What follows belongs to an exercise in optimizing a design on an open flow for small area, a short achievable clock period and few clock cycles per item; a production flow would make more cautious choices. At most, simulation tests tie the RTL to the original design; equivalence was not proved.

v6:
==> flow/design.v (excerpt) <==
module stream_filter (
    input  wire        clk,
    input  wire        rst,          
    input  wire        cfg_we,
    input  wire [31:0] cfg_wdata,
    output wire [31:0] cfg_rdata,
    output reg         cfg_err,
    input  wire        in_valid,
    input  wire [31:0] in_data,
    output wire        in_ready,
    output reg         out_valid,
    output reg  [31:0] out_val,
    output reg         out_emit
);
==> flow/config.mk <==
export PLATFORM = sky130hd
export DESIGN_NAME = stream_filter
export DESIGN_NICKNAME = stream_filter
export VERILOG_FILES = /design/flow/design.v
export SDC_FILE = /design/flow/constraint.sdc
export NUM_CORES = 4
export LEC_CHECK = 0
export ABC_AREA = 1
export CAP_MARGIN = 0
export CORE_MARGIN = 2
export CORE_UTILIZATION = 60
export CTS_BUF_LIST = sky130_fd_sc_hd__clkbuf_8
export CTS_CLUSTER_DIAMETER = 50
export CTS_CLUSTER_SIZE = 16
export PLACE_DENSITY = 0.75
export SLEW_MARGIN = 0
==> flow/constraint.sdc <==
create_clock -name core_clock -period 120.0 [get_ports {clk}]
set_input_delay 24.0000 -clock core_clock [delete_from_list [all_inputs] [get_ports {clk}]]
set_output_delay 24.0000 -clock core_clock [all_outputs]
set_load 0.01 [all_outputs]
standard.sh (not shown) runs the stock make flow with config.mk's settings and CLKGATE_MAP_FILE= SYNTH_SCRIPT=/design/flow/synth_recipe.tcl, a recipe that flattens the netlist after the stock synthesis.
==> flow/flow/run.sh <==
#!/bin/bash
# Layout: the standard flow (standard.sh), with the port buffers that
# ORFS's placement step adds made sky130_fd_sc_hd__buf_2 cells. Everything
# else, synthesis included, is the standard flow unchanged.
set -euo pipefail
export BUFFER_PORTS_ARGS="-buffer_cell sky130_fd_sc_hd__buf_2"
bash standard.sh finish > standard_flow.log 2>&1
Testbench counts of v6, summed over its fixed seeds: cycles 17,423, items 17,303.
Edits applied to the flow inputs when going from v6 to v7:
--- a/flow/design.v
+++ b/flow/design.v
@@ -148,17 +148,20 @@
         clr <= rst || cfg_take;
     end
     wire [31:0] x     = r0;
     wire [37:0] x38   = {{6{x[31]}}, x};
     wire        full  = (ncnt == cap);
     wire        first = (ncnt == 7'd1);
     reg         ci_iir;          
     always @(posedge clk)
-        ci_iir <= (filter == F_IIR);
+        if (rst)
+            ci_iir <= 1'b0;
+        else if (cfg_take)
+            ci_iir <= (w_filter == F_IIR);
     wire [37:0] sum   = add38(x38, acc, ci_iir);
     wire [3:0]  sh    = first ? 4'd0 : kk;
     wire [32:0] st0   = sum[32:0];
     wire [32:0] st1   = sh[0] ? {st0[32],      st0[32:1]} : st0;
     wire [32:0] st2   = sh[1] ? {{2{st1[32]}}, st1[32:2]} : st1;
     wire [32:0] st3   = sh[2] ? {{4{st2[32]}}, st2[32:4]} : st2;
     wire [32:0] st4   = sh[3] ? {{8{st3[32]}}, st3[32:8]} : st3;
     wire [37:0] minu  = f_iir ? acc : sum;
==> run notes <==
Reported for v6 and v7, total negative slack turned out identical to the last digit. The library cell contributing the largest single delay on the critical path comes out sky130_fd_sc_hd__dfxtp_1 in one run and sky130_fd_sc_hd__nor2_1 in the other, namely in v6 and v7 respectively. Comparing v6 with v7, the mux share of post-synthesis cell area came out essentially unchanged. From v6 to v7 the numbers moved as follows: largest net degree at the start of global routing fell by about 2.3%; mean routed wirelength per cell went down 3.0%; final area closely matched the old numbers; number of global-route vias before repair neither gained nor lost much. First-iteration DRC count in v7 is 323 higher than in v6. v7 vs. v6: maximum frequency saw a decrease, detailed-routed wire length on met2 shows a reduction of about 3.5%, number of fill cells lost 67.
Function not checked in v7: the RTL went through the layout flow alone.

---

The RTL this note starts from:
==> flow/design.v <==
module stream_filter (
    input  wire        clk,
    input  wire        rst,          
    input  wire        cfg_we,
    input  wire [31:0] cfg_wdata,
    output wire [31:0] cfg_rdata,
    output reg         cfg_err,
    input  wire        in_valid,
    input  wire [31:0] in_data,
    output wire        in_ready,
    output reg         out_valid,
    output reg  [31:0] out_val,
    output reg         out_emit
);
    localparam [2:0] F_NONE = 3'd0,
                     F_AVG  = 3'd1,
                     F_MED3 = 3'd2,
                     F_IIR  = 3'd3;
    localparam NST = 3;
    function integer nsteps(input integer s);
        nsteps = (s == 3) ? 11 : 10;
    endfunction
    function [37:0] add38(input [37:0] a, input [37:0] b, input ci);
        reg c;
        integer i;
        begin
            c = ci;
            for (i = 0; i < 38; i = i + 1) begin
                add38[i] = a[i] ^ b[i] ^ c;
                c = (a[i] & b[i]) | (a[i] & c) | (b[i] & c);
            end
        end
    endfunction
    function ge32(input [31:0] a, input [31:0] b);
        reg [31:0] p, q;
        reg c;
        integer i;
        begin
            p = a ^ 32'h8000_0000;
            q = ~(b ^ 32'h8000_0000);
            c = 1'b1;
            for (i = 0; i < 32; i = i + 1)
                c = (p[i] & q[i]) | (p[i] & c) | (q[i] & c);
            ge32 = c;
        end
    endfunction
    reg [2:0] filter;
    reg [6:0] param;
    reg [7:0] decim;
    reg       bat_en;
    reg       policy;
    assign cfg_rdata = {6'd0, policy, bat_en, decim, 1'b0, param, 5'd0, filter};
    wire [2:0] w_filter = cfg_wdata[2:0];
    wire [6:0] w_param  = cfg_wdata[14:8];
    wire [7:0] w_decim  = cfg_wdata[23:16];
    wire p_zero  = (w_param == 7'd0);
    wire p_avg   = w_param[6] ? (w_param[5:0] == 6'd0) : (w_param[5:1] != 5'd0);
    wire p_iir   = (w_param[6:4] == 3'd0) && !p_zero;
    wire w_ok    = (w_decim != 8'd0) && !w_filter[2] &&
                   (w_filter[0] ? (w_filter[1] ? p_iir : p_avg) : p_zero);
    wire cfg_take = cfg_we && w_ok;
    always @(posedge clk) begin
        if (rst) begin
            filter  <= F_NONE;
            param   <= 7'd0;
            decim   <= 8'd1;
            bat_en  <= 1'b0;
            policy  <= 1'b0;
            cfg_err <= 1'b0;
        end else begin
            cfg_err <= cfg_we && !w_ok;
            if (cfg_take) begin
                filter <= w_filter;
                param  <= w_param;
                decim  <= w_decim;
                bat_en <= cfg_wdata[24];
                policy <= cfg_wdata[25];
            end
        end
    end
    reg  [2:0] c_filter;
    reg  [6:0] c_param;
    reg  [7:0] c_decim;
    always @(posedge clk) begin
        c_filter <= filter;
        c_param  <= param;
        c_decim  <= decim;
    end
    wire       f_avg  = (c_filter == F_AVG);
    wire       f_med  = (c_filter == F_MED3);
    wire       f_iir  = (c_filter == F_IIR);
    wire [5:0] ring_m = f_avg ? c_param[5:0] - 6'd1 : f_med ? 6'd3 : 6'd0;    
    wire [6:0] cap    = f_avg ? c_param : 7'd3;  
    wire [3:0] kk     = c_param[3:0];            
    reg  [5:0] rot;                  
    reg        nrdy;                 
    reg        rdy_o;                
    assign in_ready = rdy_o;
    wire take = in_valid && !nrdy;   
    reg  [31:0] r0;
    reg  [31:0] s1  [0:0];
    reg  [31:0] s2  [0:1];
    reg  [31:0] s4  [0:3];
    reg  [31:0] s8  [0:7];
    reg  [31:0] s16 [0:15];
    reg  [31:0] s32 [0:31];
    wire [31:0] o1 = ring_m[0] ? s1[0]   : r0;
    wire [31:0] o2 = ring_m[1] ? s2[1]   : o1;
    wire [31:0] o3 = ring_m[2] ? s4[3]   : o2;
    wire [31:0] o4 = ring_m[3] ? s8[7]   : o3;
    wire [31:0] o5 = ring_m[4] ? s16[15] : o4;
    wire [31:0] o6 = ring_m[5] ? s32[31] : o5;    
    integer i;
    always @(posedge clk) begin
        r0     <= take ? in_data : o6;
        s1[0]  <= r0;
        s2[0]  <= o1;
        s4[0]  <= o2;
        s8[0]  <= o3;
        s16[0] <= o4;
        s32[0] <= o5;
        s2[1]  <= s2[0];
        for (i = 1; i < 4;  i = i + 1) s4[i]  <= s4[i-1];
        for (i = 1; i < 8;  i = i + 1) s8[i]  <= s8[i-1];
        for (i = 1; i < 16; i = i + 1) s16[i] <= s16[i-1];
        for (i = 1; i < 32; i = i + 1) s32[i] <= s32[i-1];
    end
    reg clr;                         
    wire [5:0] rot_nxt = (take || rot >= ring_m) ? 6'd0 : rot + 6'd1;
    wire       rdy_nxt = (rot_nxt == 6'd0);
    wire       rdy_d   = rdy_nxt || rst || clr;
    always @(posedge clk) begin
        rot   <= (rst || clr) ? 6'd0 : rot_nxt;
        nrdy  <= !(rdy_d || cfg_take);
        rdy_o <= rdy_d || cfg_take;
    end
    reg                v1;           
    reg  [6:0]         ncnt;         
    reg  [37:0]        acc;          
    reg  [7:0]         dcnt;         
    reg                bc;           
    always @(posedge clk) begin
        if (rst)
            v1 <= 1'b0;
        else
            v1 <= take;
        clr <= rst || cfg_take;
    end
    wire [31:0] x     = r0;
    wire [37:0] x38   = {{6{x[31]}}, x};
    wire        full  = (ncnt == cap);
    wire        first = (ncnt == 7'd1);
    reg         ci_iir;          
    always @(posedge clk)
        ci_iir <= (filter == F_IIR);
    wire [37:0] sum   = add38(x38, acc, ci_iir);
    wire [3:0]  sh    = first ? 4'd0 : kk;
    wire [32:0] st0   = sum[32:0];
    wire [32:0] st1   = sh[0] ? {st0[32],      st0[32:1]} : st0;
    wire [32:0] st2   = sh[1] ? {{2{st1[32]}}, st1[32:2]} : st1;
    wire [32:0] st3   = sh[2] ? {{4{st2[32]}}, st2[32:4]} : st2;
    wire [32:0] st4   = sh[3] ? {{8{st3[32]}}, st3[32:8]} : st3;
    wire [37:0] minu  = f_iir ? acc : sum;
    wire [37:0] subt  = f_iir ? {{5{st4[32]}}, st4} : (full ? {{6{o6[31]}}, o6} : 38'd0);
    wire [37:0] nacc  = add38(minu, ~subt, 1'b1);
    wire [31:0] b  = s1[0];
    wire [31:0] c  = s2[0];
    wire        ab = ge32(x, b);
    wire        ac = ge32(x, c);
    wire        lt2 = (ncnt[6:2] == 5'd0) && !(ncnt[1] && ncnt[0]);    
    wire [31:0] med = (!f_med || lt2 || ab != ac) ? x : (bc == ab) ? b : c;
    wire [5:0]  nm1   = ncnt[5:0] - 6'd1;        
    wire [37:0] sumr  = add38(sum, {32'd0, nm1}, 1'b0);
    wire [31:0] y     = f_iir ? ~nacc[31:0] : med;
    wire [37:0] w     = f_avg ? (sum[37] ? sumr : sum) : {{6{y[31]}}, y};
    wire [5:0]  dm1   = f_avg ? nm1 : 6'd0;      
    wire emit_now = (dcnt + 8'd1 == c_decim);
    always @(posedge clk) begin
        if (clr) begin
            ncnt <= 7'd1;
            acc  <= 38'd0;
            dcnt <= 8'd0;
        end else if (v1) begin
            if (!full)
                ncnt <= ncnt + 7'd1;
            acc  <= nacc;
            dcnt <= emit_now ? 8'd0 : dcnt + 8'd1;
        end
        if (v1)
            bc <= ab;
    end
    function [36:0] steps;           
        input [5:0]  rem;
        input [30:0] w;              
        input [5:0]  nm;             
        input        ng;             
        input integer k;
        reg   [6:0]  t, d, gn, pr, nb;
        reg   [7:0]  cy;
        integer j, i;
        begin
            for (j = 0; j < k; j = j + 1) begin
                t     = {rem, w[30]};
                nb    = {1'b1, nm};
                gn    = t & nb;
                pr    = t ^ nb;
                cy[0] = 1'b0;
                for (i = 0; i < 7; i = i + 1)
                    cy[i+1] = gn[i] | (pr[i] & cy[i]);
                d = pr ^ cy[6:0];
                w   = {w[29:0], cy[7] ^ ng};
                rem = cy[7] ? d[5:0] : t[5:0];
            end
            steps = {rem, w};
        end
    endfunction
    reg        dv [1:NST];
    reg  [5:0] dr [1:NST];
    reg [30:0] dw [1:NST];
    reg  [5:0] dn [1:NST];
    reg        dg [1:NST];           
    reg        de [1:NST];           
    always @(posedge clk) begin
        if (rst)
            dv[1] <= 1'b0;
        else
            dv[1] <= v1;
        {dr[1], dw[1]} <= w[36:0];
        dn[1] <= ~dm1;
        dg[1] <= w[37];
        de[1] <= emit_now && bat_en;
    end
    genvar g;
    generate
        for (g = 2; g <= NST; g = g + 1) begin : stage
            wire [36:0] s = (g == 2) ? steps(dr[1] ^ {6{dg[1]}}, dw[1] ^ {31{dg[1]}}, dn[1], dg[1], nsteps(1))
                                     : steps(dr[g-1], dw[g-1], dn[g-1], dg[g-1], nsteps(g-1));
            always @(posedge clk) begin
                if (rst)
                    dv[g] <= 1'b0;
                else
                    dv[g] <= dv[g-1];
                {dr[g], dw[g]} <= s;
                dn[g] <= dn[g-1];
                dg[g] <= dg[g-1];
                de[g] <= de[g-1];
            end
        end
    endgenerate
    wire [36:0] sl  = steps(dr[NST], dw[NST], dn[NST], dg[NST], nsteps(NST));
    wire [31:0] res = {dg[NST], sl[30:0]};
    always @(posedge clk) begin
        if (rst) begin
            out_valid <= 1'b0;
            out_val   <= 32'd0;
            out_emit  <= 1'b0;
        end else begin
            out_valid <= dv[NST];
            out_emit  <= dv[NST] && de[NST];
            if (dv[NST])
                out_val <= res;
        end
    end
endmodule
Settings: LEC_CHECK=0, ABC_AREA=1, CAP_MARGIN=20, CORE_MARGIN=2, CORE_UTILIZATION=60, CTS_BUF_LIST=sky130_fd_sc_hd__clkbuf_8, CTS_CLUSTER_DIAMETER=50, CTS_CLUSTER_SIZE=16, PLACE_DENSITY=0.75, SLEW_MARGIN=70; clock period 120.0 ns.
run.sh (not shown) runs the stock make flow with config.mk's settings and CLKGATE_MAP_FILE= SYNTH_SCRIPT=/design/flow/synth_recipe.tcl, a recipe that flattens the netlist after the stock synthesis.
Stock flow here: none of the scripts above is used.
Testbench counts at the start, summed over its fixed seeds: cycles 17,423, items 17,303.
==> next run, changes <==
--- a/flow/design.v
+++ b/flow/design.v
@@ -16,9 +16,9 @@
                      F_AVG  = 3'd1,
                      F_MED3 = 3'd2,
                      F_IIR  = 3'd3;
-    localparam NST = 3;
+    localparam NST = 4;
     function integer nsteps(input integer s);
-        nsteps = (s == 3) ? 11 : 10;
+        nsteps = (s == 1) ? 7 : 8;
     endfunction
     function [37:0] add38(input [37:0] a, input [37:0] b, input ci);
         reg c;
@@ -169,11 +169,10 @@
     wire        ac = ge32(x, c);
     wire        lt2 = (ncnt[6:2] == 5'd0) && !(ncnt[1] && ncnt[0]);    
     wire [31:0] med = (!f_med || lt2 || ab != ac) ? x : (bc == ab) ? b : c;
-    wire [5:0]  nm1   = ncnt[5:0] - 6'd1;        
-    wire [37:0] sumr  = add38(sum, {32'd0, nm1}, 1'b0);
+    wire [37:0] sumr  = add38(sum, {31'd0, ncnt - 7'd1}, 1'b0);
     wire [31:0] y     = f_iir ? ~nacc[31:0] : med;
     wire [37:0] w     = f_avg ? (sum[37] ? sumr : sum) : {{6{y[31]}}, y};
-    wire [5:0]  dm1   = f_avg ? nm1 : 6'd0;      
+    wire [6:0]  den   = f_avg ? ncnt : 7'd1;
     wire emit_now = (dcnt + 8'd1 == c_decim);
     always @(posedge clk) begin
         if (clr) begin
@@ -192,19 +191,18 @@
     function [36:0] steps;           
         input [5:0]  rem;
         input [30:0] w;              
-        input [5:0]  nm;             
+        input [6:0]  nb;             
         input        ng;             
         input integer k;
-        reg   [6:0]  t, d, gn, pr, nb;
+        reg   [6:0]  t, d, gn, pr;
         reg   [7:0]  cy;
         integer j, i;
         begin
             for (j = 0; j < k; j = j + 1) begin
                 t     = {rem, w[30]};
-                nb    = {1'b1, nm};
                 gn    = t & nb;
                 pr    = t ^ nb;
-                cy[0] = 1'b0;
+                cy[0] = 1'b1;
                 for (i = 0; i < 7; i = i + 1)
                     cy[i+1] = gn[i] | (pr[i] & cy[i]);
                 d = pr ^ cy[6:0];
@@ -217,7 +215,7 @@
     reg        dv [1:NST];
     reg  [5:0] dr [1:NST];
     reg [30:0] dw [1:NST];
-    reg  [5:0] dn [1:NST];
+    reg  [6:0] dn [1:NST];
     reg        dg [1:NST];           
     reg        de [1:NST];           
     always @(posedge clk) begin
@@ -226,7 +224,7 @@
         else
             dv[1] <= v1;
         {dr[1], dw[1]} <= w[36:0];
-        dn[1] <= ~dm1;
+        dn[1] <= ~den;
         dg[1] <= w[37];
         de[1] <= emit_now && bat_en;
     end
Effect: Via count rose by about 1.2%; final area is higher by 1.8%; synthesized area climbs by about 1.5%; first-iteration DRC count rose by 3.3%; synthesized cell count goes up by 0.89%; setup slack gets worse by 88 ps; wire length barely changes; worst hold slack improved by 3.1 ps; clock-buffer cell count rises by 8; utilization rises by 0.15 points.
Testbench counts after the change, summed over its fixed seeds: cycles 17,431, items 17,303.

[static timing again, ports no longer ideal]
The results above use ideal ports. As a check the final layouts listed here were re-extracted and re-timed, cells and wires unchanged. Step 1 assumes that a clkbuf_16 drives the clock port and a buf_2 every other input. Step 2 also shifts input and output timing later by t, the mid clock arrival at the registers, as if the neighbouring blocks saw the same clock. Three values: no drivers, after step 1, after step 2; two values: the first two.
run | shift t [ns] | slack for setup (ns) | clock arrival spread, ns
v6 | 0.908 | 94.587 / 94.520 / 93.946 | 0.069 / 0.069
v7 | 0.922 | 93.623 / 93.669 / 92.747 | 0.048 / 0.048
the first run of note 2 | 0.970 | 94.134 / 94.060 / 93.210 | 0.057 / 0.057
the second run of note 2 | 0.922 | 94.046 / 93.975 / 93.244 | 0.053 / 0.053
After both steps setup and hold are still met in every run listed. For the first run of note 2, which loses most, drivers alone change the setup slack by -0.074 ns; drivers and shift together by -0.924 ns.
